What follows belongs to an exercise in optimizing a design on an open flow for small area, a short achievable clock period and few clock cycles per item; a production flow would make more cautious choices. At most, simulation tests tie the RTL to the original design; equivalence was not proved. The RTL of runs 1 to 3 was laid out without a check of its function. No activity file was given, so power comes from the tool's default toggle rates.

### design/flow/flow/run.sh
#!/bin/bash
set -euo pipefail
sed 's/CLKGATE_MAP_FILE= /CLKGATE_MAP_FILE= SETUP_SLACK_MARGIN=6.0 /' standard.sh > standard_margin.sh
bash standard_margin.sh > make_flow.log 2>&1
### design/flow/design.v
module winnow_dec (
    input  wire        clk,
    input  wire        rst,
    input  wire        in_valid,
    output wire        in_ready,
    input  wire [7:0]  in_data,
    input  wire [6:0]  in_n,
    output wire        out_valid,
    input  wire        out_ready,
    output wire [31:0] out_data,
    output wire        out_last
);
    localparam S_HDR  = 2'd0;      
    localparam S_FLAG = 2'd1;      
    localparam S_RAW  = 2'd2;      
    localparam S_BITS = 2'd3;      
    localparam D_CODE = 1'b0;      
    localparam D_ESC  = 1'b1;      
    reg [1:0]  st;
    reg        ds;
    reg [6:0]  n;
    reg [4:0]  kk;
    reg [4:0]  kp1;                
    reg [2:0]  lgk;                
    reg        fc;
    reg [1:0]  mode;
    reg [6:0]  cnt;                
    reg [1:0]  wc;                 
    reg [1:0]  bi;                 
    reg        irdy;               
    reg [511:0] ring;              
    reg [5:0]  s;                  
    reg [7:0]  flag_c;
    reg [39:0] W;                  
    reg [5:0]  bcnt;
    reg        le32;               
    reg [7:0]  ib;                 
    reg        ibv;
    reg        rdyb;               
    reg        more;               
    reg [6:0]  lbr;                
    reg [4:0]  qacc;               
    reg        uv;
    reg [24:0] u;                  
    reg        uwarm;
    reg [1:0]  upsel;              
    reg [7:0]  uflag;
    reg        ulast;
    reg        ov;
    reg [31:0] out_word;
    reg        olast;
    reg [23:0] x2;
    wire [23:0] x1 = out_word[31:8];
    assign in_ready  = irdy;
    assign out_valid = ov;
    assign out_data  = out_word;
    assign out_last  = olast;
    wire s2go    = uv && (!ov || out_ready);
    wire s1_free = !uv || s2go;
    wire in_hdr  = (st == S_HDR);
    wire in_flag = (st == S_FLAG);
    wire in_raw  = (st == S_RAW);
    wire in_bits = (st == S_BITS);
    wire in_fire = in_valid && irdy;
    wire fetch   = in_fire && in_bits;
    wire merge   = ibv && le32;
    wire raw4    = in_fire && in_raw && (bi == 2'd3);
    wire        warm    = (wc != 2'd0);
    wire        ones8   = &W[7:0];                   
    wire        ones4   = &W[3:0];                   
    wire [1:0]  t2      = !W[0] ? 2'd0 : !W[1] ? 2'd1 : !W[2] ? 2'd2 : 2'd3;
    wire        zero_in = !ones4 && ({4'd0, t2} < bcnt);
    wire [6:0]  bk      = {1'b0, bcnt} - {2'd0, kp1};
    wire        fits    = !bk[6] && ({4'd0, t2} <= bk[5:0]);   
    wire        take8   = ones8 && (qacc <= 5'd24);
    wire        take4   = ones4 && (qacc <= 5'd28);
    wire        code_st = (ds == D_CODE) && !warm;
    wire [5:0]  a       = (ds == D_ESC) ? 6'd27 : warm ? 6'd24 : {1'b0, kp1};
    wire [1:0]  tsel    = code_st ? t2 : 2'd0;
    wire [5:0]  c_code  = a + {4'd0, tsel};
    wire [4:0]  q      = qacc + {3'd0, t2};
    wire [25:0] wsh    = W[26:1] >> t2;
    wire [22:0] kmask  = ~(23'h7FFFFF << kk);
    wire [22:0] low    = wsh[22:0] & kmask;
    wire [24:0] u_rice = ({20'd0, q} << kk) | {2'd0, low};
    reg        go;                 
    reg        emit;
    reg        wait_bits;          
    reg [1:0]  csel;               
    reg [24:0] u_n;
    reg        warm_n;
    reg        ds_n;
    reg [4:0]  qacc_n;
    always @(*) begin
        go        = 1'b0;
        emit      = 1'b0;
        wait_bits = 1'b0;
        csel      = 2'd0;
        u_n       = u_rice;
        warm_n    = 1'b0;
        ds_n      = ds;
        qacc_n    = qacc;
        if (ds == D_ESC) begin
            if (bcnt >= 6'd27) begin
                go     = 1'b1;
                emit   = 1'b1;
                u_n    = W[24:0];
                ds_n   = D_CODE;
            end else
                wait_bits = 1'b1;
        end else if (warm) begin
            if (bcnt >= 6'd24) begin
                go     = 1'b1;
                emit   = 1'b1;
                u_n    = {1'b0, W[23:0]};
                warm_n = 1'b1;
            end else
                wait_bits = 1'b1;
        end else if (take8) begin
            go     = 1'b1;
            csel   = 2'd2;
            qacc_n = qacc + 5'd8;
            ds_n   = (qacc == 5'd24) ? D_ESC : D_CODE;
        end else if (take4) begin
            go     = 1'b1;
            csel   = 2'd1;
            qacc_n = qacc + 5'd4;
            ds_n   = (qacc == 5'd28) ? D_ESC : D_CODE;
        end else if (zero_in && fits) begin
            go     = 1'b1;
            emit   = 1'b1;
            qacc_n = 5'd0;
        end else
            wait_bits = 1'b1;
        if (!in_bits || (emit && !s1_free)) begin
            go     = 1'b0;
            emit   = 1'b0;
            ds_n   = ds;
            qacc_n = qacc;
        end
        if (!in_bits)
            wait_bits = 1'b0;
    end
    wire [5:0]  c = (csel == 2'd2) ? 6'd8 : (csel == 2'd1) ? 6'd4 : c_code;
    wire last_code = (cnt == 7'd0);
    wire end_bits  = emit && last_code;
    wire [39:0] W_ins  = W | (merge ? ({32'd0, ib} << bcnt) : 40'd0);
    wire [39:0] W_sh   = (csel == 2'd2) ? (W_ins >> 8) :
                         (csel == 2'd1) ? (W_ins >> 4) : ((W_ins >> a) >> tsel);
    wire [39:0] W_next = go ? W_sh : W_ins;
    wire [5:0]  bcnt_m = bcnt + (merge ? 6'd8 : 6'd0);
    wire [5:0]  bcnt_n = go ? (bcnt_m - c) : bcnt_m;
    wire        le32_n = (bcnt_m <= 6'd32) || (go && c >= bcnt_m - 6'd32);
    wire [6:0]  cnt1    = (cnt == 7'd0) ? 7'd0 : cnt - 7'd1;
    wire [10:0] rest_sh = {4'd0, cnt1} << lgk;
    wire [5:0]  rest_lb = (rest_sh[10:6] != 5'd0) ? 6'd63 : rest_sh[5:0];
    wire [6:0]  held    = {1'b0, bcnt} + (ibv ? 7'd8 : 7'd0);
    wire        lb_a0   = held < lbr;
    wire        lb_a1   = (held + 7'd8) < lbr;
    wire        more_n  = wait_bits && !ibv && !fetch;
    wire        ibv_n  = in_bits && (fetch || (ibv && !merge));
    wire        rdyb_n = in_bits ? (more_n || (fetch ? lb_a1 : lb_a0)) : 1'b1;
    wire        le32_x = in_bits ? le32_n : 1'b1;
    wire        uv_n   = emit || (uv && !s2go);
    wire        ov_n   = s2go || raw4 || (ov && !out_ready);
    wire [1:0]  bi_n   = (in_fire && in_raw) ? bi + 2'd1 : (in_hdr ? 2'd0 : bi);
    reg  [1:0]  st_n;
    always @(*) begin
        st_n = st;
        case (st)
            S_HDR:  if (in_fire) st_n = (in_data[1:0] == 2'd3) ? S_RAW : S_FLAG;
            S_FLAG: if (in_fire && (fc || last_code)) st_n = S_BITS;
            S_RAW:  if (raw4 && last_code) st_n = S_HDR;
            default: if (end_bits) st_n = S_HDR;
        endcase
    end
    wire        fc_n   = in_hdr ? in_data[2] : fc;
    wire        s0_n   = in_hdr || (in_flag && (in_fire || s == 6'd63));
    reg         irdy_n;
    always @(*) begin
        case (st_n)
            S_HDR:   irdy_n = 1'b1;
            S_FLAG:  irdy_n = fc_n || s0_n;
            S_RAW:   irdy_n = !uv_n && (bi_n != 2'd3 || !ov_n);
            default: irdy_n = rdyb_n && (!ibv_n || le32_x);
        endcase
    end
    wire [23:0] e  = uwarm ? u[23:0] : (u[24:1] ^ {24{u[0]}});
    wire [23:0] pa = (upsel == 2'd0) ? 24'd0 :
                     (upsel == 2'd1) ? x1 : {x1[22:0], 1'b0};
    wire [23:0] pb = (upsel == 2'd2) ? ~x2 : 24'd0;
    wire        pc = (upsel == 2'd2);
    wire [23:0] cs_s = e ^ pa ^ pb;
    wire [23:0] cs_c = (e & pa) | (e & pb) | (pa & pb);
    wire [23:0] x    = cs_s + {cs_c[22:0], pc};
    always @(posedge clk) begin
        ring <= {ring[503:0], (in_fire && in_flag) ? in_data : ring[511:504]};
    end
    always @(posedge clk) begin
        if (fetch)
            ib <= in_data;
        if (s2go) begin
            out_word <= {x, uflag};
            olast    <= ulast;
            x2       <= x1;
        end else if (raw4) begin
            out_word <= {in_data, u[23:0]};
            olast    <= last_code;
        end
        if (emit) begin
            u     <= u_n;
            uwarm <= warm_n;
            upsel <= warm_n ? 2'd0 : mode;
            uflag <= fc ? flag_c : ring[8*s +: 8];
            ulast <= last_code;
        end else if (in_fire && in_raw) begin
            u[8*bi +: 8] <= in_data;
        end
    end
    always @(posedge clk) begin
        if (rst) begin
            st    <= S_HDR;
            irdy  <= 1'b1;
            ds    <= D_CODE;
            n     <= 7'd1;
            kk    <= 5'd0;
            kp1   <= 5'd1;
            lgk   <= 3'd0;
            fc    <= 1'b0;
            mode  <= 2'd0;
            cnt   <= 7'd0;
            wc    <= 2'd0;
            bi    <= 2'd0;
            s     <= 6'd0;
            flag_c <= 8'd0;
            W     <= 40'd0;
            bcnt  <= 6'd0;
            le32  <= 1'b1;
            ibv   <= 1'b0;
            rdyb  <= 1'b0;
            lbr   <= 7'd0;
            more  <= 1'b0;
            qacc  <= 5'd0;
            uv    <= 1'b0;
            ov    <= 1'b0;
        end else begin
            st   <= st_n;
            irdy <= irdy_n;
            ov   <= ov_n;
            uv   <= uv_n;
            bi   <= bi_n;
            W    <= in_bits ? W_next : 40'd0;
            bcnt <= in_bits ? bcnt_n : 6'd0;
            le32 <= le32_x;
            ibv  <= ibv_n;
            more <= in_bits && more_n;
            rdyb <= rdyb_n;
            lbr  <= {2'd0, kp1} + {1'b0, rest_lb};
            ds   <= ds_n;
            qacc <= qacc_n;
            case (st)
                S_HDR: begin
                    s <= 6'd0;
                    if (in_fire) begin
                        n    <= in_n;
                        cnt  <= in_n - 7'd1;
                        kk   <= in_data[7:3];
                        kp1  <= in_data[7:3] + 5'd1;
                        lgk  <= (in_data[7:3] >= 5'd15) ? 3'd4 :
                                (in_data[7:3] >= 5'd7)  ? 3'd3 :
                                (in_data[7:3] >= 5'd3)  ? 3'd2 :
                                (in_data[7:3] >= 5'd1)  ? 3'd1 : 3'd0;
                        fc   <= in_data[2];
                        mode <= in_data[1:0];
                        wc   <= (in_data[1:0] == 2'd3) ? 2'd0 : in_data[1:0];
                        ds   <= D_CODE;
                        qacc <= 5'd0;
                    end
                end
                S_FLAG: begin
                    if (in_fire) begin
                        flag_c <= in_data;
                        cnt    <= cnt - 7'd1;
                        if (fc || last_code) begin
                            cnt <= n - 7'd1;
                            s   <= n[5:0] - 6'd1;
                        end
                    end else begin
                        s <= s + 6'd1;
                    end
                end
                S_RAW: begin
                    if (raw4)
                        cnt <= cnt - 7'd1;
                end
                default: begin  
                    s <= emit ? s : s + 6'd1;
                    if (emit) begin
                        cnt <= cnt - 7'd1;
                        if (warm_n)
                            wc <= wc - 2'd1;
                    end
                end
            endcase
        end
    end
endmodule
### design/flow/standard.sh
#!/bin/bash
# synth_recipe.tcl (not shown) runs the flow's synth.tcl, then flattens the netlist and writes it again
# the make line also repeats each setting of config.mk as NAME=value (left out here)
make -C /OpenROAD-flow-scripts/flow DESIGN_CONFIG=/design/flow/config.mk WORK_HOME=/design/flow/orfs CLKGATE_MAP_FILE= SYNTH_SCRIPT=/design/flow/synth_recipe.tcl "${@:-finish}"
### design/flow/config.mk
export PLATFORM = sky130hd
export DESIGN_NAME = winnow_dec
export DESIGN_NICKNAME = winnow_dec
export VERILOG_FILES = /design/flow/design.v
export SDC_FILE = /design/flow/constraint.sdc
export NUM_CORES = 4
export LEC_CHECK = 0
export CAP_MARGIN = 20
export CORE_MARGIN = 2
export CORE_UTILIZATION = 40
export SLEW_MARGIN = 20
### design/flow/constraint.sdc
create_clock -name core_clock -period 10.0 [get_ports {clk}]
set_input_delay 2.0000 -clock core_clock [delete_from_list [all_inputs] [get_ports {clk}]]
set_output_delay 2.0000 -clock core_clock [all_outputs]
set_load 0.01 [all_outputs]
==> impl_metrics.json, run 1 <==
{
  "drv_slew": 0,
  "grt_pass1_vias": 26511,
  "syn-num-nets": 3401,
  "setup_ws_ns": 5.88,
  "yosys_warnings": 1,
  "grt-ovfl-total": 0,
  "endpoint_kind": "register",
  "dr.pass1.iters": 7,
  "p_sw_share_pct": 32.8,
  "power.density_nw_per_um2": 210,
  "io_buffers": 53,
  "die_h_um": 296,
  "leakage_nw": 15.3,
  "grt.met1_usage_pct": 32.0,
  "finalHoldViolations": 0,
  "report.power.total_w": 0.00854,
  "top_usage_layer": "met2",
  "avgSynthCellArea_um2": 10.4,
  "synth_area_um2": 34100,
  "worstReg2RegStart": "bcnt[1]",
  "area_delta_synth_final_pct": 19.2,
  "grt_pass1_wl_um": 161000,
  "synth.top_cell.area_share_pct": 36.8,
  "use_met2_pct": 35.9,
  "start_kind": "register",
  "layout_min_cycle_time_ns": 4.12,
  "rsz0062_at_grt": "yes",
  "cts.htree.levels": 3,
  "min_from": "ring[298]",
  "first_iter_violations": 3420,
  "synth-adder-area-share_pct": 4.94,
  "drtAntennaViolNets": 0,
  "synth_edf_count": 102,
  "yosys.area_share.simple_pct": 11.3,
  "worst-r2r-setup-slack_ns": 5.88,
  "layout.cells.most_common": "dfxtp_1",
  "ir_worst_vdd_mv": 0.144,
  "drive_gt1_share_pct": 21.4,
  "max_freq_mhz": 243,
  "cts_tree": "yes",
  "synthCells": 3265,
  "yosys.cell_types.count": 98,
  "root_buffer": "clkbuf_16",
  "cts_num_sinks": 728,
  "combPwrFrac_pct": 28.3,
  "post-synth-top-area-cell": "dfxtp_1",
  "ctsLongestPathBuffers": 3,
  "tns_ns": 0,
  "dp.final_hpwl_um": 69200,
  "final_cell_mix": "dfxtp_1 (606), nand2_1 (322), a21oi_1 (203), nor2_1 (196), mux4_2 (183)",
  "p_int_w": 0.00574,
  "p_seq_share_pct": 38.4,
  "dpl_cell_area_um2": 35700,
  "drc": 0,
  "multiInputGateArea_um2": 18100,
  "async_flop_share_pct": 0,
  "yosys_most_used_dff": "dfxtp_1",
  "synth_compound_area_share_pct": 16.9,
  "synthTopCellsByArea": "dfxtp_1 (37%), mux4_2 (12%), edfxtp_1 (9.0%)",
  "grt_start_max_net_pins": 68,
  "wire_per_inst_um": 23.4,
  "finalSetupViolations": 0,
  "die_x_um": 296,
  "vias": 27447,
  "synth_mux_area_share_pct": 15.0,
  "place.gp.congestion": 0.988,
  "num_antenna_cells": 0,
  "crit_path_start": "bcnt[1]",
  "wirelength_um": 106000,
  "seq_area_um2": 15600,
  "slew_headroom_pct": 25.2,
  "synth_top_family_by_area": "compound AO/OA/AOI/OAI gates",
  "insertion_delay_ns": 0.63,
  "hp-class": "reg2reg",
  "grt_util_met3_pct": 5.61,
  "row_count": 107,
  "nNetsFinal": 3485,
  "synth_seq_area_share_pct": 45.8,
  "tightest_slew_ns": 1.12,
  "synthXorXnorAreaFrac_pct": 2.06,
  "final_area_um2": 40600,
  "ys_ff_latch": 728,
  "crit_required_ns": 10.42,
  "whs_ns": 0.331,
  "fin_crit_sh_pct": 41.2,
  "timing_worst_setup_path_type": "reg2reg",
  "numCtsBuffers": 72,
  "place_ws_ns": 4.59,
  "switchingPower_w": 0.00280,
  "start_util_pct": 40.2,
  "maxCapViolations": 0,
  "grt_usage_pct": 23.7,
  "grt_antenna_before_repair": 1,
  "core-area_um2": 84700,
  "cp.arrival_ns": 4.54,
  "path_clk_slew_ns": 0.06,
  "nFillCells": 7655,
  "outcome": "complete, no violations",
  "vias_per_cell": 6.03,
  "dieArea_um2": 87500,
  "crit_fanout": 36,
  "pwr-share-clk_pct": 33.3,
  "pin_count": 54,
  "clock_skew_ns": 0.0413
}
routing by layer:
metal	part of all wire [%]	vias up	wire, um
li1	-	12317	-
met1	41	13170	43700
met2	44	1574	46400
met3	10	384	10900
met4	5.2	2	5520
met5	0.010	-	11
area by class of cell:
type | instances | area share, %
multi-input cells | 2189 | 44.7
flip-flops and latches | 728 | 38.5
repair inverters | 2 | 0.0247
clock buffers | 102 | 5.21
well taps | 1144 | 3.53
inverters | 130 | 1.25
clock inverters | 31 | 1.04
repair buffers | 226 | 5.78
per-stage QoR:
| step | cells | utilization (%) |
|---|---|---|
| final | 4552 | 47.9 |
| after global routing | 4552 | 47.9 |
| after CTS | 4506 | 46.6 |
| after detailed placement | 4302 | 42.1 |
| after global placement | 4301 | 42.1 |
| after floorplan | 3265 | - |
power groups by stage:
stage | Combinational, W | Sequential [W] | Clock (W)
4_1_cts | 0.00217 | 0.00328 | 0.00290
6_report | 0.00241 | 0.00328 | 0.00285
5_1_grt | 0.00254 | 0.00330 | 0.00302
3_5_place_dp | 0.00202 | 0.00334 | 0
3_3_place_gp | 0.00204 | 0.00333 | 0
2_1_floorplan | 0.00151 | 0.00324 | 0
path summary, 6_finish.rpt:
| check | end | cells after the start |
|---|---|---|
| max | W[1] | 12 |
| min | ring[306] | 0 |
| min reg2reg | ring[306] | 0 |
| max reg2reg | W[1] | 12 |
Yosys cell counts (28+ instances only):
library cell    n
nor2_1        207
nand2_1       334
xnor2_1        54
a22oi_1        37
a211oi_1       35
edfxtp_1      102
a21oi_1       226
ha_1           88
buf_1          45
inv_1         127
o22ai_1        67
dfxtp_1       626
mux2i_1        70
fa_1           29
o21ai_0       168
a31oi_1        40
nand2b_1       43
nand3_1        64
o211ai_1       41
mux4_2        182
nor3_1         48
nor2b_1        28
clkbuf_1      159
a221oi_1       43
critical path, cell delays in order (launching register included):
cell and delay (ns):
dfxtp_1 0.35, buf_12 0.21, mux2i_1 0.38, or3_1 0.38, a21oi_1 0.28, o311ai_0 0.59
o211ai_1 0.27, a211oi_2 0.35, a221oi_2 0.10, nand2_1 0.08, o21ai_0 0.16, a211oi_1 0.52
o22ai_1 0.21
cells by family after synthesis:
group,after synthesis
compound gates,874
mux,279
simple gates,839
fa+ha+maj,117
buf+inv,348
xor+xnor,80
flops,728
flip-flops by register name (all words and copies together), names as in the netlist, 2 cells and up:
name,flops
uflag,8
lbr,7
n,7
upsel,2
ib,8
W,40
bcnt,6
wc,2
u,25
x2,24
bi,2
out_word,32
kk,5
mode,2
cnt,7
ring,512
st,2
kp1,5
qacc,5
lgk,3
flag_c,8
s,6
repair_timing:
item / 4_1_cts / 5_1_grt
pin swaps: 35 / 51
gates resized for setup: 156 / 147
buffers inserted: 61 / 40
cloned: 10 / 6
endpoints found under the setup margin: 154 / 129
hold buffers: 0 / 0
==> run 2, diff against run 1 <==
--- a/design/flow/config.mk
+++ b/design/flow/config.mk
@@ -8,4 +8,5 @@
 export CAP_MARGIN = 20
 export CORE_MARGIN = 2
 export CORE_UTILIZATION = 40
+export CTS_BUF_LIST = sky130_fd_sc_hd__clkbuf_4 sky130_fd_sc_hd__clkbuf_8
 export SLEW_MARGIN = 20
==> impl_metrics.json, run 2 <==
{
  "start_kind": "register",
  "endpoint_kind": "register",
  "die_x_um": 296,
  "die_h_um": 296,
  "row_count": 107,
  "drtAntennaViolNets": 0,
  "root_buffer": "clkbuf_8",
  "pin_count": 54,
  "syn-num-nets": 3401,
  "crit_required_ns": 10.46,
  "grt_start_max_net_pins": 68,
  "grt_pass1_vias": 26846,
  "ir_worst_vdd_mv": 0.0963,
  "nFillCells": 7733,
  "wire_per_inst_um": 23.2,
  "fin_crit_sh_pct": 41.2,
  "dr.pass1.iters": 9,
  "synthCells": 3265,
  "place.gp.congestion": 0.988,
  "drive_gt1_share_pct": 22.8,
  "synth.top_cell.area_share_pct": 36.8,
  "grt_pass1_wl_um": 162000,
  "crit_chain": "buf_4 -> nor2b_4 -> buf_12 -> a22oi_2 -> fa_1 -> buf_4 -> buf_6 -> fa_2 -> nor2b_1 -> o21ai_2 -> a21oi_2 -> o21ai_2 -> a21oi_2 -> o2111a_2 -> nor3_2 -> o21bai_2 -> a21oi_2 -> buf_4 -> buf_4 -> buf_4 -> nand4b_1 -> nand3_2",
  "io_buffers": 53,
  "yosys_warnings": 1,
  "start_util_pct": 40.2,
  "numCtsBuffers": 109,
  "tns_ns": 0,
  "timing_worst_setup_path_type": "reg2reg",
  "yosys_most_used_dff": "dfxtp_1",
  "finalSetupViolations": 0,
  "avgSynthCellArea_um2": 10.4,
  "synth_edf_count": 102,
  "leakage_nw": 15.4,
  "max_freq_mhz": 243,
  "yosys-top-cells-count": "dfxtp_1 (626), nand2_1 (334), a21oi_1 (226)",
  "ys_ff_latch": 728,
  "insertion_delay_ns": 0.73,
  "maxCapViolations": 0,
  "finalHoldViolations": 0,
  "dp.final_hpwl_um": 69200,
  "post-synth-top-area-cell": "dfxtp_1",
  "async_flop_share_pct": 0,
  "p_seq_share_pct": 38.9,
  "crit_fanout": 4,
  "critPathSlowestCell": "fa_1",
  "final_area_um2": 40500,
  "slew_headroom_pct": 25.1,
  "path_clk_slew_ns": 0.07,
  "power.density_nw_per_um2": 207,
  "synth_most_common_cell": "dfxtp_1",
  "hp-class": "reg2reg",
  "outcome": "complete, no violations",
  "top_regs": "ring (512), W (40), out_word (32)",
  "dieArea_um2": 87500,
  "final_cell_mix": "dfxtp_1 (608), nand2_1 (322), a21oi_1 (206), nor2_1 (195), mux4_2 (183)",
  "cts.htree.levels": 3,
  "cts_num_sinks": 728,
  "first_iter_violations": 3301,
  "cts_tree": "yes",
  "area_delta_synth_final_pct": 19.0,
  "vias_per_cell": 6.01,
  "ctsLongestPathBuffers": 3,
  "grt-ovfl-total": 0,
  "drv_slew": 0,
  "pwr-share-clk_pct": 32.3,
  "cpPeakStageDelay_ns": 0.48,
  "regMostFlops": "ring",
  "p_sw_share_pct": 33.1,
  "cp.arrival_ns": 4.58,
  "clock_skew_ns": 0.0272,
  "wirelength_um": 107000,
  "rsz0062_at_grt": "yes",
  "grt_usage_pct": 23.8,
  "combPwrFrac_pct": 28.8,
  "layout.cells.most_common": "dfxtp_1",
  "largest_register_ffs": 512,
  "grt_antenna_before_repair": 2,
  "core-area_um2": 84700,
  "synth_seq_area_share_pct": 45.8,
  "switchingPower_w": 0.00278,
  "yosys.cell_types.count": 98,
  "drc": 0,
  "p_int_w": 0.00562,
  "nNetsFinal": 3530,
  "cts_hold_buf": 0,
  "synthTopCellsByArea": "dfxtp_1 (37%), mux4_2 (12%), edfxtp_1 (9.0%)",
  "crit_top_cell": "buf_4",
  "vias": 27814,
  "dpl_cell_area_um2": 35700,
  "layout_min_cycle_time_ns": 4.12,
  "synth_area_um2": 34100,
  "tightest_slew_ns": 1.12
}
==> run 2: cell counts after synthesis <==
Identical to the previous run, type by type.
==> run 2: routing by layer <==
metal | part of all wire [%] | GRT usage, % | wire length (um)
met3 | 10 | 5.70 | 10900
met2 | 43 | 35.8 | 46500
met5 | 0.012 | 0 | 13
met1 | 41 | 32.2 | 44100
met4 | 5.2 | 11.3 | 5630
==> run 2: stage by stage <==
stage	hold slack [ns]	cells	total power [W]	setup WS (ns)	utilization, %
finish	0.333	4628	0.00840	5.88	47.8
global route	0.340	4627	0.00874	5.70	47.8
CTS	0.334	4577	0.00822	5.87	46.7
detailed placement	0.331	4302	0.00536	4.59	42.1
global placement	0.326	4301	0.00537	4.62	42.1
floorplan	0.326	3265	0.00475	5.86	-
==> run 2: critical path, delay by kind of cell, from the launching register on <==
family,cells,cell delay (ns)
adder cells (fa/ha/maj),2,0.83
AO/OA/AOI/OAI,8,1.23
flip-flops,1,0.40
buffers and inverters,7,0.92
AND/OR/NAND/NOR,5,0.50
==> run 2: power by group through the flow <==
stage	sequential, W	clock (W)	combinational (W)
6_report	0.00327	0.00271	0.00242
5_1_grt	0.00329	0.00290	0.00255
4_1_cts	0.00328	0.00277	0.00218
3_5_place_dp	0.00334	0	0.00202
3_3_place_gp	0.00333	0	0.00204
2_1_floorplan	0.00324	0	0.00151
==> run 2: layout make-up <==
type                    instances  area (um^2)  area share (%)
multi-input cells            2189        18000            44.4
repair buffers                234         2420            5.98
diodes                          1         2.50         0.00617
clock inverters                30          368           0.908
clock buffers                 170         2150            5.29
well taps                    1144         1430            3.53
inverters                     130          505            1.25
flip-flops and latches        728        15600            38.6
repair inverters                2         10.0          0.0247
==> run 2: path summary, 6_finish.rpt <==
path	start	end	slack (ns)	cells past startpoint
setup / recovery	upsel[0]	out_word[24]	5.88	22
hold / removal	ring[207]	ring[215]	0.33	0
setup reg to reg	upsel[0]	out_word[24]	5.88	22
hold reg to reg	ring[207]	ring[215]	0.33	0
==> run 2: cells by family (layout without fill, tap and decap cells) <==
family                   count (synthesis)  after routing  share of synthesized area (%)
other                                    0              1                              0
XOR/XNOR                                80             80                           2.06
AND/OR/NAND/NOR                        839            839                           11.3
flip-flops                             728            728                           45.8
buffers and inverters                  348            566                           3.99
adder cells (fa/ha/maj)                117            117                           4.94
multiplexers                           279            279                           15.0
AO/OA/AOI/OAI                          874            874                           16.9
==> run 2: timing repair <==
item / CTS / global route
endpoints found under the hold margin: 0 / 0
pin swaps: 31 / 56
gates cloned: 11 / 5
endpoints found under the setup margin: 155 / 87
resized for setup: 167 / 118
setup buffers: 64 / 45
==> run 3, diff against run 2 <==
==> design/flow/flow/run.sh (replaced) <==
#!/bin/bash
set -euo pipefail
sed 's/CLKGATE_MAP_FILE= /CLKGATE_MAP_FILE= SETUP_SLACK_MARGIN=6.5 /' standard.sh > standard_margin.sh
bash standard_margin.sh > make_flow.log 2>&1
--- a/design/flow/config.mk
+++ b/design/flow/config.mk
@@ -8,5 +8,4 @@
 export CAP_MARGIN = 20
 export CORE_MARGIN = 2
 export CORE_UTILIZATION = 40
-export CTS_BUF_LIST = sky130_fd_sc_hd__clkbuf_4 sky130_fd_sc_hd__clkbuf_8
 export SLEW_MARGIN = 20
==> impl_metrics.json, run 3 <==
{
  "synth.top_cell.area_share_pct": 36.8,
  "ctsLongestPathBuffers": 3,
  "numCtsBuffers": 71,
  "top_regs": "ring (512), W (40), out_word (32)",
  "path_clk_slew_ns": 0.07,
  "vias": 28704,
  "reg2reg_depth": 20,
  "drc": 0,
  "crit_path_start": "upsel[1]",
  "synth_most_common_cell": "dfxtp_1",
  "insertion_delay_ns": 0.64,
  "grt_usage_pct": 25.5,
  "tightest_slew_ns": 1.40,
  "fin_crit_sh_pct": 41.5,
  "p_int_w": 0.00602,
  "whs_ns": 0.337,
  "grt_start_max_net_pins": 79,
  "p_sw_share_pct": 33.6,
  "vias_per_cell": 6.09,
  "core-area_um2": 84700,
  "grt-ovfl-total": 0,
  "final_cell_mix": "dfxtp_1 (599), nand2_1 (295), buf_4 (219), mux4_2 (183), nor2_1 (169)",
  "area_delta_synth_final_pct": 29.9,
  "row_count": 107,
  "grt_pass1_wl_um": 170000,
  "synth_area_um2": 34100,
  "root_buffer": "clkbuf_16",
  "avgSynthCellArea_um2": 10.4,
  "leakage_nw": 16.7,
  "synth-adder-area-share_pct": 4.94,
  "wirelength_um": 117000,
  "nNetsFinal": 3649,
  "multiInputGateArea_um2": 20100,
  "dp.final_hpwl_um": 71700,
  "die_x_um": 296,
  "cts_hold_buf": 0,
  "crit_fanout": 4,
  "cts_tree": "yes",
  "ys_ff_latch": 728,
  "rsz0062_at_grt": "yes",
  "switchingPower_w": 0.00304,
  "async_flop_share_pct": 0,
  "combPwrFrac_pct": 32.4,
  "min_from": "ring[356]",
  "pwr-share-clk_pct": 31.6,
  "die_h_um": 296,
  "yosys.area_share.simple_pct": 11.3,
  "place.gp.congestion": 0.995,
  "yosys_warnings": 1,
  "grt_pass1_vias": 27414,
  "worstReg2RegStart": "upsel[1]",
  "yosys.cell_types.count": 98,
  "clock_skew_ns": 0.0479,
  "drive_gt1_share_pct": 32.4,
  "grt_antenna_before_repair": 9,
  "cts_num_sinks": 728,
  "seq_area_um2": 15700,
  "synthCells": 3265,
  "synthTopCellsByArea": "dfxtp_1 (37%), mux4_2 (12%), edfxtp_1 (9.0%)",
  "max_freq_mhz": 241,
  "yosys_most_used_dff": "dfxtp_1",
  "dpl_cell_area_um2": 36000,
  "regMostFlops": "ring",
  "cp.arrival_ns": 4.51,
  "drv_slew": 0,
  "dieArea_um2": 87500,
  "pin_count": 54,
  "wire_per_inst_um": 24.8,
  "nFillCells": 7300,
  "synth_edf_count": 102,
  "dr.pass1.iters": 6,
  "io_buffers": 53,
  "tns_ns": 0,
  "finalSetupViolations": 0,
  "synth_seq_area_share_pct": 45.8,
  "layout.cells.most_common": "dfxtp_1",
  "start_kind": "register",
  "layout_min_cycle_time_ns": 4.15,
  "synth_mux_area_share_pct": 15.0,
  "power.density_nw_per_um2": 205,
  "timing_worst_setup_path_type": "reg2reg",
  "drtAntennaViolNets": 0,
  "post-synth-top-area-cell": "dfxtp_1",
  "synthXorXnorAreaFrac_pct": 2.06,
  "yosys-top-cells-count": "dfxtp_1 (626), nand2_1 (334), a21oi_1 (226)",
  "outcome": "complete, no violations",
  "crit_required_ns": 10.36,
  "hp-class": "reg2reg",
  "synth_top_family_by_area": "compound AO/OA/AOI/OAI gates",
  "start_util_pct": 40.2,
  "slew_headroom_pct": 6.26,
  "first_iter_violations": 3345,
  "ir_worst_vdd_mv": 0.149,
  "endpoint_kind": "register",
  "synth_compound_area_share_pct": 16.9,
  "syn-num-nets": 3401,
  "hold_depth": 0,
  "maxCapViolations": 0,
  "largest_register_ffs": 512,
  "final_area_um2": 44200,
  "finalHoldViolations": 0,
  "cts.htree.levels": 3,
  "p_seq_share_pct": 36.0
}
-- run 3: cell families after synthesis --
logic type,Yosys count
and+or+nand+nor,839
xor gates and xnor gates,80
muxes,279
DFF,728
AOI/OAI and AO/OA,874
adders and majority gates,117
buffers and inverters,348
-- run 3: power by group through the flow --
stage          clock network (W)  logic [W]  registers (W)
6_report                 0.00286    0.00294        0.00326
5_1_grt                  0.00303    0.00308        0.00328
4_1_cts                  0.00291    0.00257        0.00326
3_5_place_dp                   0    0.00205        0.00334
3_3_place_gp                   0    0.00207        0.00334
2_1_floorplan                  0    0.00155        0.00324
-- run 3: area by class of cell --
| cell class | instances | area share, % |
|---|---|---|
| Inverter | 130 | 1.32 |
| Timing Repair Buffer | 376 | 8.75 |
| Sequential cell | 728 | 35.4 |
| Antenna cell | 1 | 0.00566 |
| Clock inverter | 37 | 1.16 |
| Timing Repair inverter | 6 | 0.206 |
| Tap cell | 1144 | 3.24 |
| Multi-Input combinational cell | 2200 | 45.3 |
| Clock buffer | 94 | 4.58 |
-- run 3: metrics by stage --
| stage | std cells | util [%] | power, W | setup WS [ns] |
|---|---|---|---|---|
| 2_1_floorplan | 3265 | - | 0.00479 | 6.23 |
| 3_3_place_gp | 4292 | 42.5 | 0.00542 | 4.54 |
| 3_5_place_dp | 4292 | 42.5 | 0.00540 | 4.48 |
| 4_1_cts | 4623 | 49.6 | 0.00874 | 6.01 |
| 5_1_grt | 4715 | 52.2 | 0.00939 | 5.75 |
| 6_report | 4716 | 52.2 | 0.00906 | 5.85 |
-- run 3: metal layers --
layer | part of all wire, % | GRT usage (%) | vias to the layer above
met1 | 41 | 34.1 | 13948
met4 | 6.3 | 13.4 | 12
li1 | - | - | 12698
met2 | 43 | 38.3 | 1561
met3 | 9.6 | 6.01 | 485
met5 | 0.068 | 0 | -
-- run 3: final timing paths --
check / to / slack, ns
max: out_word[30] / 5.85
min: ring[364] / 0.34
max reg2reg: out_word[30] / 5.85
min reg2reg: ring[364] / 0.34
-- run 3: timing repair --
action,4_1_cts,5_1_grt
pin swaps,115,146
buffers inserted,181,81
endpoints found under the setup margin,261,183
gates cloned,19,11
gates resized for setup,416,311
-- run 3: critical path, cell delays in order, from the launching register on --
cell      delay, ns
edfxtp_1       0.43
buf_12         0.16
nor2b_4        0.24
buf_6          0.14
nand2_2        0.04
fa_1           0.48
inv_1          0.04
ha_2           0.18
inv_2          0.05
fa_2           0.19
nor2b_1        0.05
o21ai_2        0.18
a21oi_2        0.10
o21ai_2        0.16
a21oi_2        0.08
o2111a_2       0.28
o211ai_1       0.33
a21boi_2       0.13
o41ai_2        0.28
mux2i_1        0.22
o311ai_1       0.10
==> run 4, diff against run 3 <==
--- a/design/flow/design.v
+++ b/design/flow/design.v
@@ -26,6 +26,8 @@
     reg [1:0]  mode;
     reg [6:0]  cnt;                
     reg [1:0]  wc;                 
+    reg        warm;               
+    reg [5:0]  ar;                 
     reg [1:0]  bi;                 
     reg        irdy;               
     reg [511:0] ring;              
@@ -41,8 +43,7 @@
     reg [6:0]  lbr;                
     reg [4:0]  qacc;               
     reg        uv;
-    reg [24:0] u;                  
-    reg        uwarm;
+    reg [23:0] u;                  
     reg [1:0]  upsel;              
     reg [7:0]  uflag;
     reg        ulast;
@@ -65,7 +66,6 @@
     wire fetch   = in_fire && in_bits;
     wire merge   = ibv && le32;
     wire raw4    = in_fire && in_raw && (bi == 2'd3);
-    wire        warm    = (wc != 2'd0);
     wire        ones8   = &W[7:0];                   
     wire        ones4   = &W[3:0];                   
     wire [1:0]  t2      = !W[0] ? 2'd0 : !W[1] ? 2'd1 : !W[2] ? 2'd2 : 2'd3;
@@ -75,9 +75,8 @@
     wire        take8   = ones8 && (qacc <= 5'd24);
     wire        take4   = ones4 && (qacc <= 5'd28);
     wire        code_st = (ds == D_CODE) && !warm;
-    wire [5:0]  a       = (ds == D_ESC) ? 6'd27 : warm ? 6'd24 : {1'b0, kp1};
     wire [1:0]  tsel    = code_st ? t2 : 2'd0;
-    wire [5:0]  c_code  = a + {4'd0, tsel};
+    wire [5:0]  c_code  = ar + {4'd0, tsel};
     wire [4:0]  q      = qacc + {3'd0, t2};
     wire [25:0] wsh    = W[26:1] >> t2;
     wire [22:0] kmask  = ~(23'h7FFFFF << kk);
@@ -87,7 +86,7 @@
     reg        emit;
     reg        wait_bits;          
     reg [1:0]  csel;               
-    reg [24:0] u_n;
+    reg [23:0] u_n;
     reg        warm_n;
     reg        ds_n;
     reg [4:0]  qacc_n;
@@ -96,7 +95,7 @@
         emit      = 1'b0;
         wait_bits = 1'b0;
         csel      = 2'd0;
-        u_n       = u_rice;
+        u_n       = u_rice[24:1] ^ {24{u_rice[0]}};
         warm_n    = 1'b0;
         ds_n      = ds;
         qacc_n    = qacc;
@@ -104,7 +103,7 @@
             if (bcnt >= 6'd27) begin
                 go     = 1'b1;
                 emit   = 1'b1;
-                u_n    = W[24:0];
+                u_n    = W[24:1] ^ {24{W[0]}};
                 ds_n   = D_CODE;
             end else
                 wait_bits = 1'b1;
@@ -112,7 +111,7 @@
             if (bcnt >= 6'd24) begin
                 go     = 1'b1;
                 emit   = 1'b1;
-                u_n    = {1'b0, W[23:0]};
+                u_n    = W[23:0];
                 warm_n = 1'b1;
             end else
                 wait_bits = 1'b1;
@@ -145,8 +144,10 @@
     wire last_code = (cnt == 7'd0);
     wire end_bits  = emit && last_code;
     wire [39:0] W_ins  = W | (merge ? ({32'd0, ib} << bcnt) : 40'd0);
+    wire [5:0]  bpos   = bcnt - ar;
+    wire [39:0] W_a    = (W >> ar) | (merge ? ({32'd0, ib} << bpos) : 40'd0);
     wire [39:0] W_sh   = (csel == 2'd2) ? (W_ins >> 8) :
-                         (csel == 2'd1) ? (W_ins >> 4) : ((W_ins >> a) >> tsel);
+                         (csel == 2'd1) ? (W_ins >> 4) : (W_a >> tsel);
     wire [39:0] W_next = go ? W_sh : W_ins;
     wire [5:0]  bcnt_m = bcnt + (merge ? 6'd8 : 6'd0);
     wire [5:0]  bcnt_n = go ? (bcnt_m - c) : bcnt_m;
@@ -164,6 +165,12 @@
     wire        uv_n   = emit || (uv && !s2go);
     wire        ov_n   = s2go || raw4 || (ov && !out_ready);
     wire [1:0]  bi_n   = (in_fire && in_raw) ? bi + 2'd1 : (in_hdr ? 2'd0 : bi);
+    wire        hdr_fire = in_hdr && in_fire;
+    wire [1:0]  wc_n   = hdr_fire ? ((in_data[1:0] == 2'd3) ? 2'd0 : in_data[1:0]) :
+                         (emit && warm_n) ? wc - 2'd1 : wc;
+    wire [4:0]  kp1_n  = hdr_fire ? in_data[7:3] + 5'd1 : kp1;
+    wire        ds_x   = hdr_fire ? D_CODE : ds_n;
+    wire [5:0]  ar_n   = (ds_x == D_ESC) ? 6'd27 : (wc_n != 2'd0) ? 6'd24 : {1'b0, kp1_n};
     reg  [1:0]  st_n;
     always @(*) begin
         st_n = st;
@@ -185,7 +192,7 @@
             default: irdy_n = rdyb_n && (!ibv_n || le32_x);
         endcase
     end
-    wire [23:0] e  = uwarm ? u[23:0] : (u[24:1] ^ {24{u[0]}});
+    wire [23:0] e  = u;
     wire [23:0] pa = (upsel == 2'd0) ? 24'd0 :
                      (upsel == 2'd1) ? x1 : {x1[22:0], 1'b0};
     wire [23:0] pb = (upsel == 2'd2) ? ~x2 : 24'd0;
@@ -209,7 +216,6 @@
         end
         if (emit) begin
             u     <= u_n;
-            uwarm <= warm_n;
             upsel <= warm_n ? 2'd0 : mode;
             uflag <= fc ? flag_c : ring[8*s +: 8];
             ulast <= last_code;
@@ -230,6 +236,8 @@
             mode  <= 2'd0;
             cnt   <= 7'd0;
             wc    <= 2'd0;
+            warm  <= 1'b0;
+            ar    <= 6'd1;
             bi    <= 2'd0;
             s     <= 6'd0;
             flag_c <= 8'd0;
@@ -257,6 +265,9 @@
             rdyb <= rdyb_n;
             lbr  <= {2'd0, kp1} + {1'b0, rest_lb};
             ds   <= ds_n;
+            wc   <= wc_n;
+            warm <= (wc_n != 2'd0);
+            ar   <= ar_n;
             qacc <= qacc_n;
             case (st)
                 S_HDR: begin
@@ -272,7 +283,6 @@
                                 (in_data[7:3] >= 5'd1)  ? 3'd1 : 3'd0;
                         fc   <= in_data[2];
                         mode <= in_data[1:0];
-                        wc   <= (in_data[1:0] == 2'd3) ? 2'd0 : in_data[1:0];
                         ds   <= D_CODE;
                         qacc <= 5'd0;
                     end
@@ -297,8 +307,6 @@
                     s <= emit ? s : s + 6'd1;
                     if (emit) begin
                         cnt <= cnt - 7'd1;
-                        if (warm_n)
-                            wc <= wc - 2'd1;
                     end
                 end
             endcase
==> design/flow/flow/run.sh (replaced) <==
#!/bin/bash
set -euo pipefail
sed 's/CLKGATE_MAP_FILE= /CLKGATE_MAP_FILE= SETUP_SLACK_MARGIN=6.0 /' standard.sh > standard_margin.sh
bash standard_margin.sh > make_flow.log 2>&1
==> impl_metrics.json, run 4 <==
{
  "vias_per_cell": 5.99,
  "hp-class": "reg2reg",
  "grt_util_met3_pct": 3.42,
  "synth-adder-area-share_pct": 4.87,
  "vias": 26191,
  "row_count": 108,
  "endpoint_kind": "register",
  "crit_required_ns": 10.51,
  "report.power.total_w": 0.00712,
  "dieArea_um2": 89800,
  "root_buffer": "clkbuf_16",
  "synth_mux_area_share_pct": 19.1,
  "fin_cells": 4373,
  "place.gp.congestion": 0.956,
  "whs_ns": 0.334,
  "tns_ns": 0,
  "dr.pass1.iters": 7,
  "synthXorXnorAreaFrac_pct": 2.36,
  "yosys_most_used_dff": "dfxtp_1",
  "yosys.area_share.simple_pct": 9.72,
  "grt-ovfl-total": 0,
  "slew_headroom_pct": 23.7,
  "clock_skew_ns": 0.0362,
  "synth_most_common_cell": "dfxtp_1",
  "ctsLongestPathBuffers": 3,
  "post-synth-top-area-cell": "dfxtp_1",
  "insertion_delay_ns": 0.64,
  "pin_count": 54,
  "cts.htree.levels": 3,
  "rsz0062_at_grt": "yes",
  "synth.top_cell.area_share_pct": 36.2,
  "synth_top_family_by_area": "multiplexers",
  "wirelength_um": 102000,
  "grt_pass1_wl_um": 155000,
  "maxCapViolations": 0,
  "place_ws_ns": 4.31,
  "synthCells": 3184,
  "drtAntennaViolNets": 0,
  "setup_ws_ns": 6.01,
  "cts_num_sinks": 732,
  "outcome": "complete, no violations",
  "regMostFlops": "ring",
  "yosys.cell_types.count": 90,
  "largest_register_ffs": 512,
  "nNetsFinal": 3296,
  "path_clk_slew_ns": 0.06,
  "synth_seq_area_share_pct": 44.8,
  "dp.final_hpwl_um": 69300,
  "final_cell_mix": "dfxtp_1 (622), nand2_1 (280), mux4_2 (219), nor2_1 (201), a21oi_1 (193)",
  "area_delta_synth_final_pct": 14.1,
  "first_iter_violations": 2846,
  "synth_edf_count": 100,
  "grt_antenna_before_repair": 1,
  "wire_per_inst_um": 23.4,
  "leakage_nw": 15.0,
  "synthTopCellsByArea": "dfxtp_1 (36%), mux4_2 (14%), edfxtp_1 (8.6%)",
  "ir_worst_vdd_mv": 0.166,
  "die_h_um": 300,
  "grt_pass1_vias": 25289,
  "fin_crit_sh_pct": 39.9,
  "io_buffers": 53,
  "timing_worst_setup_path_type": "in2reg",
  "start_util_pct": 40.4,
  "async_flop_share_pct": 0,
  "drc": 0,
  "layout_min_cycle_time_ns": 3.99,
  "use_met2_pct": 33.3,
  "finalSetupViolations": 0,
  "cts_tree": "yes",
  "num_antenna_cells": 0,
  "yosys-top-cells-count": "dfxtp_1 (632), nand2_1 (284), mux4_2 (219)",
  "grt.met1_usage_pct": 32.2,
  "power.density_nw_per_um2": 179,
  "top_usage_layer": "met2",
  "start_kind": "input port",
  "tightest_slew_ns": 1.15,
  "grt_start_max_net_pins": 77,
  "finalHoldViolations": 0,
  "numCtsBuffers": 75,
  "crit_fanout": 34,
  "cp.arrival_ns": 4.50,
  "layout.cells.most_common": "dfxtp_1",
  "yosys_warnings": 1,
  "max_freq_mhz": 251,
  "avgSynthCellArea_um2": 11.0,
  "core-area_um2": 86600,
  "top_regs": "ring (512), W (40), out_word (32)",
  "ys_ff_latch": 732,
  "die_x_um": 300,
  "synth_area_um2": 35000,
  "grt_usage_pct": 22.2,
  "drive_gt1_share_pct": 18.6,
  "syn-num-nets": 3321,
  "drv_slew": 0,
  "dp.cells": 4206,
  "cts_hold_buf": 0,
  "synth_compound_area_share_pct": 15.4
}
==> run 4: changes by cell type in the layout (fill, tap and decap cells not counted), moves of 38 or more <==
| cell | previous run | this run |
|---|---|---|
| a221oi_1 | 7 | 45 |
| inv_1 | 110 | 72 |
| buf_6 | 47 | 8 |
| buf_4 | 219 | 60 |
| a21oi_2 | 51 | 9 |
| clkdlybuf4s50_1 | 13 | 52 |
| mux2i_1 | 52 | 106 |
==> run 4: kinds of logic (layout without fill, tap and decap cells) <==
family                   count (synthesis)  after routing
AO/OA/AOI/OAI                          783            783
AND/OR/NAND/NOR                        747            749
flip-flops                             732            732
multiplexers                           387            387
buffers and inverters                  323            355
adder cells (fa/ha/maj)                118            118
XOR/XNOR                                94             94
==> run 4: per-layer routing <==
layer,part of all wire (%),vias to the layer above
met5,0,-
met4,3.7,0
met3,7.3,255
met2,44,1125
met1,45,12909
li1,-,11902
==> run 4: cell type report <==
type                       instances  area [um^2]
sequential                       732        15700
fill                            7942        46700
inverter                          85          353
clock buffer                     100         2120
tap                             1155         1450
multi-input combinational       2131        18500
clock inverter                    36          505
timing repair buffer             134         1320
==> run 4: worst max-delay path: stages <==
cell and delay [ns]:
clkdlybuf4s50_1 0.58, nand2_1 0.08, buf_4 0.21, nor2_1 0.17, nand3_1 0.22, nand2_8 0.33, nor2_1 0.13, o21ai_0 0.21
nor2_1 0.06, o31ai_1 0.37, o41ai_1 0.14
==> run 4: power by group <==
part           leakage, nW  switching (W)  total, W  internal, W
clock network         1.29        0.00124   0.00292      0.00168
logic                 7.73       0.000610   0.00104     0.000432
registers             6.02      0.0000798   0.00315      0.00307
==> run 4: through the flow <==
| stage | util, % | cell area (um^2) |
|---|---|---|
| floorplan | - | 35000 |
| global placement | 42.0 | 36400 |
| detailed placement | 42.0 | 36400 |
| CTS | 45.4 | 39300 |
| global route | 46.0 | 39900 |
| finish | 46.0 | 39900 |
==> run 4: final timing paths <==
check	cells past startpoint	from	slack (ns)	endpoint
hold / removal	0	ring[34]	0.33	ring[42]
hold reg to reg	0	ring[34]	0.33	ring[42]
setup reg to reg	15	bcnt[0]	6.05	irdy
setup / recovery	11	in_valid	6.01	irdy
==> run 4: timing repair <==
item	4_1_cts	5_1_grt
setup endpoints to repair	185	99
setup buffers	12	13
pin swaps	4	12
gates resized for setup	56	86
gates cloned	1	4
Testbench counts of run 4, summed over its fixed seeds: cycles 36,056, blocks 320.
==> run 5, diff against run 4 <==
--- a/design/flow/config.mk
+++ b/design/flow/config.mk
@@ -8,4 +8,6 @@
 export CAP_MARGIN = 20
 export CORE_MARGIN = 2
 export CORE_UTILIZATION = 40
+export CTS_CLUSTER_DIAMETER = 80
+export CTS_CLUSTER_SIZE = 24
 export SLEW_MARGIN = 20
==> impl_metrics.json, run 5 <==
{
  "drv_slew": 0,
  "async_flop_share_pct": 0,
  "maxCapViolations": 0,
  "die_x_um": 300,
  "path_clk_slew_ns": 0.10,
  "cts.htree.levels": 2,
  "drc": 0,
  "row_count": 108,
  "cts_num_sinks": 732,
  "top_regs": "ring (512), W (40), out_word (32)",
  "synth_area_um2": 35000,
  "grt_antenna_before_repair": 1,
  "ctsLongestPathBuffers": 3,
  "pin_count": 54,
  "die_h_um": 300,
  "drtAntennaViolNets": 0,
  "synth.top_cell.area_share_pct": 36.2,
  "utilization_pct": 44.6,
  "power.density_nw_per_um2": 159,
  "cts_hold_buf": 0,
  "io_buffers": 53,
  "nFillCells": 8067,
  "wl_met3_um": 7810,
  "synth_most_common_cell": "dfxtp_1",
  "syn-num-nets": 3321,
  "synthTopCellsByArea": "dfxtp_1 (36%), mux4_2 (14%), edfxtp_1 (8.6%)",
  "wire_per_inst_um": 23.5,
  "largest_register_ffs": 512,
  "slew_headroom_pct": 26.6,
  "crit_fanout": 61,
  "finalHoldViolations": 0,
  "final_cell_mix": "dfxtp_1 (623), nand2_1 (281), mux4_2 (219), nor2_1 (202), a21oi_1 (193)",
  "vias_per_cell": 6.05,
  "endpoint_kind": "register",
  "ys_ff_latch": 732,
  "layout_min_cycle_time_ns": 4.02,
  "nNetsFinal": 3263,
  "core-area_um2": 86600,
  "place.gp.congestion": 0.956,
  "crit_required_ns": 10.45,
  "num_antenna_cells": 0,
  "wirelength_um": 101000,
  "crit_top_cell": "inv_1",
  "post-synth-top-area-cell": "dfxtp_1",
  "outcome": "complete, no violations",
  "fin_cells": 4300,
  "leakage_nw": 14.4,
  "crit_chain": "inv_1 -> ha_1 -> inv_1 -> fa_1 -> inv_1 -> ha_1 -> nor2b_1 -> o21ai_1 -> a2111oi_4 -> o31ai_4 -> nand2_1 -> clkinv_8 -> nor2_1 -> o31ai_1 -> o41ai_1",
  "whs_ns": 0.327,
  "cpPeakStageDelay_ns": 0.48,
  "yosys_warnings": 1,
  "ir_worst_vdd_mv": 0.178,
  "start_kind": "register",
  "rsz0062_at_grt": "yes",
  "tightest_slew_ns": 1.10,
  "dp.final_hpwl_um": 69300,
  "critPathSlowestCell": "fa_1",
  "yosys-top-cells-count": "dfxtp_1 (632), nand2_1 (284), mux4_2 (219)",
  "routed.top_layer": "met4",
  "avgSynthCellArea_um2": 11.0,
  "regMostFlops": "ring",
  "grt_usage_pct": 21.9,
  "hp-class": "reg2reg",
  "cts_tree": "yes",
  "wl_met2_um": 44200,
  "tns_ns": 0,
  "grt_pass1_vias": 24921,
  "insertion_delay_ns": 0.65,
  "cp.arrival_ns": 4.47,
  "area_delta_synth_final_pct": 10.5,
  "grt_start_max_net_pins": 77,
  "dp.cells": 4206,
  "drive_gt1_share_pct": 17.0,
  "dieArea_um2": 89800,
  "dr.pass1.iters": 9,
  "layout.cells.most_common": "dfxtp_1",
  "synth_seq_area_share_pct": 44.8,
  "synth_edf_count": 100,
  "synthCells": 3184,
  "max_freq_mhz": 249,
  "vias": 26025,
  "start_util_pct": 40.4,
  "timing_worst_setup_path_type": "reg2reg",
  "first_iter_violations": 2726,
  "clock_skew_ns": 0.0756,
  "grt_pass1_wl_um": 154000,
  "yosys_most_used_dff": "dfxtp_1",
  "finalSetupViolations": 0,
  "fin_crit_sh_pct": 40.2,
  "root_buffer": "clkbuf_16",
  "grt-ovfl-total": 0,
  "wl_met1_um": 45700,
  "yosys.cell_types.count": 90,
  "numCtsBuffers": 44
}
## run 5: path summary, 6_finish.rpt
path / startpoint / to / slack [ns] / cells past startpoint
setup reg to reg: bcnt[0] / irdy / 5.98 / 15
setup / recovery: bcnt[0] / irdy / 5.98 / 15
hold reg to reg: ring[288] / ring[296] / 0.33 / 0
hold / removal: ring[288] / ring[296] / 0.33 / 0
## run 5: timing repair
item,CTS,global route
endpoints found under the setup margin,171,116
gates resized for setup,55,82
pin swaps,3,15
buffers inserted,11,12
cloned,1,4
## run 5: critical path, delay by kind of cell, from the launching register on
kind	cells	cell delay (ns)
flops	1	0.31
compound gates	5	1.41
buf+inv	4	0.60
fa+ha+maj	3	0.97
simple gates	3	0.57
## run 5: layer usage
metal | up-vias | GRT usage [%]
li1 | 11801 | -
met1 | 12862 | 32.2
met2 | 1130 | 32.9
met3 | 232 | 3.24
met4 | 0 | 7.57
met5 | - | 0
## run 5: final cells by class
cell class                      instances  area (um^2)  area share [%]
Clock buffer                           48         1160            3.00
Tap cell                             1155         1450            3.74
Multi-Input combinational cell       2132        18400            47.7
Sequential cell                       732        15700            40.6
Inverter                               85          349           0.904
Timing Repair Buffer                  131         1310            3.40
Clock inverter                         17          241           0.625
## run 5: kinds of logic (layout without fill, tap and decap cells)
group / after synthesis / after routing / share of synthesized area [%]
multiplexers: 387 / 387 / 19.1
XOR/XNOR: 94 / 94 / 2.36
AO/OA/AOI/OAI: 783 / 783 / 15.4
AND/OR/NAND/NOR: 747 / 750 / 9.72
adder cells (fa/ha/maj): 118 / 118 / 4.87
buffers and inverters: 323 / 281 / 3.74
flip-flops: 732 / 732 / 44.8
## run 5: report_power, final
part	internal, W	leakage, nW	switching [W]
logic	0.000434	7.72	0.000612
clock network	0.000886	0.683	0.00106
registers	0.00307	6.02	0.0000760
## run 5: metrics by stage
stage	area, um^2	power, W	worst slack (ns)
3_3_place_gp	36400	0.00419	4.36
6_report	38600	0.00614	5.98
3_5_place_dp	36400	0.00419	4.31
5_1_grt	38600	0.00639	5.84
2_1_floorplan	35000	0.00393	6.04
4_1_cts	38100	0.00614	5.74
==> run 6, diff against run 5 <==
==> design/flow/flow/run.sh (replaced) <==
#!/bin/bash
set -euo pipefail
sed 's/CLKGATE_MAP_FILE= /CLKGATE_MAP_FILE= SETUP_SLACK_MARGIN=6.3 /' standard.sh > standard_margin.sh
bash standard_margin.sh > make_flow.log 2>&1
--- a/design/flow/config.mk
+++ b/design/flow/config.mk
@@ -8,6 +8,4 @@
 export CAP_MARGIN = 20
 export CORE_MARGIN = 2
 export CORE_UTILIZATION = 40
-export CTS_CLUSTER_DIAMETER = 80
-export CTS_CLUSTER_SIZE = 24
 export SLEW_MARGIN = 20
==> impl_metrics.json, run 6 <==
{
  "synth_area_um2": 35000,
  "synthCells": 3184,
  "start_kind": "input port",
  "combPwrFrac_pct": 16.1,
  "final_cell_mix": "dfxtp_1 (608), nand2_1 (278), mux4_2 (219), nor2_1 (194), a21oi_1 (185)",
  "cts.htree.levels": 3,
  "async_flop_share_pct": 0,
  "power.density_nw_per_um2": 176,
  "dr.pass1.iters": 7,
  "ir_worst_vdd_mv": 0.142,
  "dieArea_um2": 89800,
  "finalHoldViolations": 0,
  "hp-class": "reg2reg",
  "post-synth-top-area-cell": "dfxtp_1",
  "cp.arrival_ns": 4.35,
  "synth_seq_area_share_pct": 44.8,
  "rsz0062_at_grt": "yes",
  "place.gp.congestion": 0.957,
  "yosys_warnings": 1,
  "regMostFlops": "ring",
  "nNetsFinal": 3360,
  "clock_skew_ns": 0.0470,
  "grt_antenna_before_repair": 2,
  "p_seq_share_pct": 43.7,
  "first_iter_violations": 2950,
  "vias": 26441,
  "path_clk_slew_ns": 0.06,
  "crit_top_cell": "nor2_1",
  "crit_path_start": "in_valid",
  "worstReg2RegStart": "upsel[1]",
  "vias_per_cell": 5.96,
  "outcome": "complete, no violations",
  "drive_gt1_share_pct": 23.1,
  "layout.cells.most_common": "dfxtp_1",
  "switchingPower_w": 0.00198,
  "ys_ff_latch": 732,
  "drtAntennaViolNets": 0,
  "crit_fanout": 17,
  "grt_pass1_vias": 25248,
  "root_buffer": "clkbuf_16",
  "synth_most_common_cell": "dfxtp_1",
  "layout_min_cycle_time_ns": 3.84,
  "slew_headroom_pct": 28.0,
  "grt_pass1_wl_um": 157000,
  "p_int_w": 0.00525,
  "grt-ovfl-total": 0,
  "crit_buf_inv": 1,
  "cts_tree": "yes",
  "ctsLongestPathBuffers": 3,
  "crit_family": "simple AND/OR/NAND/NOR gates",
  "area_delta_synth_final_pct": 17.8,
  "grt_usage_pct": 22.4,
  "drc": 0,
  "finalSetupViolations": 0,
  "leakage_nw": 15.6,
  "dp.final_hpwl_um": 68800,
  "cpPeakStageDelay_ns": 0.54,
  "top_regs": "ring (512), W (40), out_word (32)",
  "p_sw_share_pct": 27.4,
  "pin_count": 54,
  "yosys_most_used_dff": "dfxtp_1",
  "endpoint_kind": "register",
  "wirelength_um": 103000,
  "largest_register_ffs": 512,
  "crit_required_ns": 10.51,
  "avgSynthCellArea_um2": 11.0,
  "synthTopCellsByArea": "dfxtp_1 (36%), mux4_2 (14%), edfxtp_1 (8.6%)",
  "start_util_pct": 40.4,
  "grt_start_max_net_pins": 66,
  "worst-r2r-setup-slack_ns": 6.22,
  "core-area_um2": 86600,
  "synth.top_cell.area_share_pct": 36.2,
  "max_freq_mhz": 261,
  "critPathSlowestCell": "clkdlybuf4s50_1",
  "timing_worst_setup_path_type": "in2reg",
  "synth_edf_count": 100,
  "tightest_slew_ns": 1.07,
  "die_x_um": 300,
  "drv_slew": 0,
  "io_buffers": 53,
  "nFillCells": 7784,
  "wire_per_inst_um": 23.2,
  "insertion_delay_ns": 0.65,
  "numCtsBuffers": 77,
  "tns_ns": 0,
  "num_antenna_cells": 0,
  "yosys-top-cells-count": "dfxtp_1 (632), nand2_1 (284), mux4_2 (219)",
  "maxCapViolations": 0,
  "row_count": 108,
  "pwr-share-clk_pct": 40.3,
  "cts_num_sinks": 732,
  "yosys.cell_types.count": 90,
  "crit_chain": "clkdlybuf4s50_1 -> nand2_2 -> nor2_1 -> nand3_4 -> nand2_8 -> nor2_1 -> o21ai_0 -> nor2_1 -> o31ai_2 -> o41ai_1",
  "die_h_um": 300,
  "fin_crit_sh_pct": 38.4,
  "report.power.total_w": 0.00724,
  "min_from": "ring[421]",
  "syn-num-nets": 3321
}
run 6: final timing paths:
| check | depth (start not counted) | endpoint |
|---|---|---|
| worst max-delay path | 10 | irdy |
| worst max register to register | 19 | out_word[26] |
| worst min-delay path | 0 | ring[429] |
| worst min register to register | 0 | ring[429] |
run 6: per-layer routing:
layer	track usage (%)	vias to the layer above	wire length, um
met5	0	-	14
met4	7.54	2	4020
met3	3.62	257	7420
met2	34.0	1205	45300
met1	32.5	12954	46400
li1	-	12023	-
run 6: per-stage QoR:
| step | hold slack (ns) | instances | cell area (um^2) | setup WS [ns] | utilization [%] |
|---|---|---|---|---|---|
| 2_1_floorplan | 0.326 | 3184 | 35000 | 6.30 | - |
| 3_3_place_gp | 0.328 | 4209 | 36400 | 4.56 | 42.0 |
| 3_5_place_dp | 0.331 | 4209 | 36400 | 4.30 | 42.0 |
| 4_1_cts | 0.323 | 4385 | 40100 | 6.16 | 46.3 |
| 5_1_grt | 0.332 | 4437 | 41200 | 6.07 | 47.5 |
| 6_report | 0.330 | 4437 | 41200 | 6.16 | 47.5 |
run 6: worst reg2reg max path: stages, from the launching register on:
cell and delay [ns]:
edfxtp_1 0.43, buf_12 0.17, nor2b_4 0.14, buf_6 0.15
and2_4 0.14, fa_1 0.40, ha_2 0.19, inv_2 0.05
fa_2 0.19, nor2b_1 0.05, o21a_1 0.20, o211ai_1 0.21
o211ai_1 0.24, a221oi_4 0.36, buf_6 0.16, buf_6 0.12
nor2_4 0.04, nor2_2 0.09, xnor2_1 0.13, o21ai_1 0.08
run 6: kinds of logic (layout without fill, tap and decap cells):
family	Yosys count	in the layout	synth area share, %
buffers and inverters	323	418	3.74
and+or+nand+nor	747	750	9.72
DFF	732	732	44.8
muxes	387	387	19.1
AOI/OAI and AO/OA	783	783	15.4
adders and majority gates	118	118	4.87
xor gates and xnor gates	94	94	2.36
run 6: cell type report:
cell class	count	area, um^2	share of cell area, %
multi-input combinational	2132	18900	46.0
sequential	732	15700	38.2
tap	1155	1450	3.51
clock buffer	104	2220	5.40
timing repair buffer	195	2040	4.96
clock inverter	34	432	1.05
inverter	85	388	0.942
run 6: what timing repair did:
action / CTS / global route
endpoints found under the setup margin: 221 / 131
gates cloned: 7 / 5
setup buffers: 31 / 47
hold buffers: 0 / 0
gates resized for setup: 147 / 156
pin swaps: 28 / 72
run 6: power by group through the flow:
stage | Combinational, W | Sequential, W | Clock (W)
4_1_cts | 0.00105 | 0.00316 | 0.00297
5_1_grt | 0.00125 | 0.00317 | 0.00309
2_1_floorplan | 0.000764 | 0.00317 | 0
6_report | 0.00116 | 0.00316 | 0.00291
3_5_place_dp | 0.000961 | 0.00323 | 0
3_3_place_gp | 0.000964 | 0.00323 | 0

separate check: timing with driven ports:
The results above use ideal ports. As a check the final layouts listed here were re-extracted and re-timed, cells and wires unchanged.
Step 1 sets driving cells, clkbuf_16 on the clock port and buf_2 on the other inputs (assumed; they add their load-dependent delay and slew).
Step 2 also shifts input and output timing later by t, the mid clock arrival at the registers, as if the neighbouring blocks saw the same clock.
Slacks: ideal ports / drivers / drivers and shift; pairs: ideal ports / drivers.
run | shift t [ns] | slack for setup (ns) | hold WS [ns] | worst register clock-pin slew, ns | pins driven straight from the clock port
run 1 | 0.667 | 5.881 / 5.881 / 5.363 | 0.331 / 0.331 / 0.331 | 0.07 / 0.07 | 1
run 2 | 0.774 | 5.883 / 5.883 / 5.234 | 0.333 / 0.333 / 0.333 | 0.08 / 0.08 | 1
run 3 | 0.678 | 5.854 / 5.854 / 5.607 | 0.337 / 0.337 / 0.337 | 0.07 / 0.07 | 1
run 4 | 0.686 | 6.008 / 6.046 / 5.360 | 0.334 / 0.334 / 0.334 | 0.07 / 0.07 | 1
run 5 | 0.670 | 5.981 / 5.981 / 5.394 | 0.327 / 0.327 / 0.327 | 0.10 / 0.10 | 1
run 6 | 0.691 | 6.164 / 6.205 / 5.514 | 0.330 / 0.330 / 0.330 | 0.07 / 0.07 | 1
After both steps setup and hold are still met in every run listed. The setup slack of run 6, which loses most, moves by +0.041 ns with the drivers and by -0.650 ns with both steps.
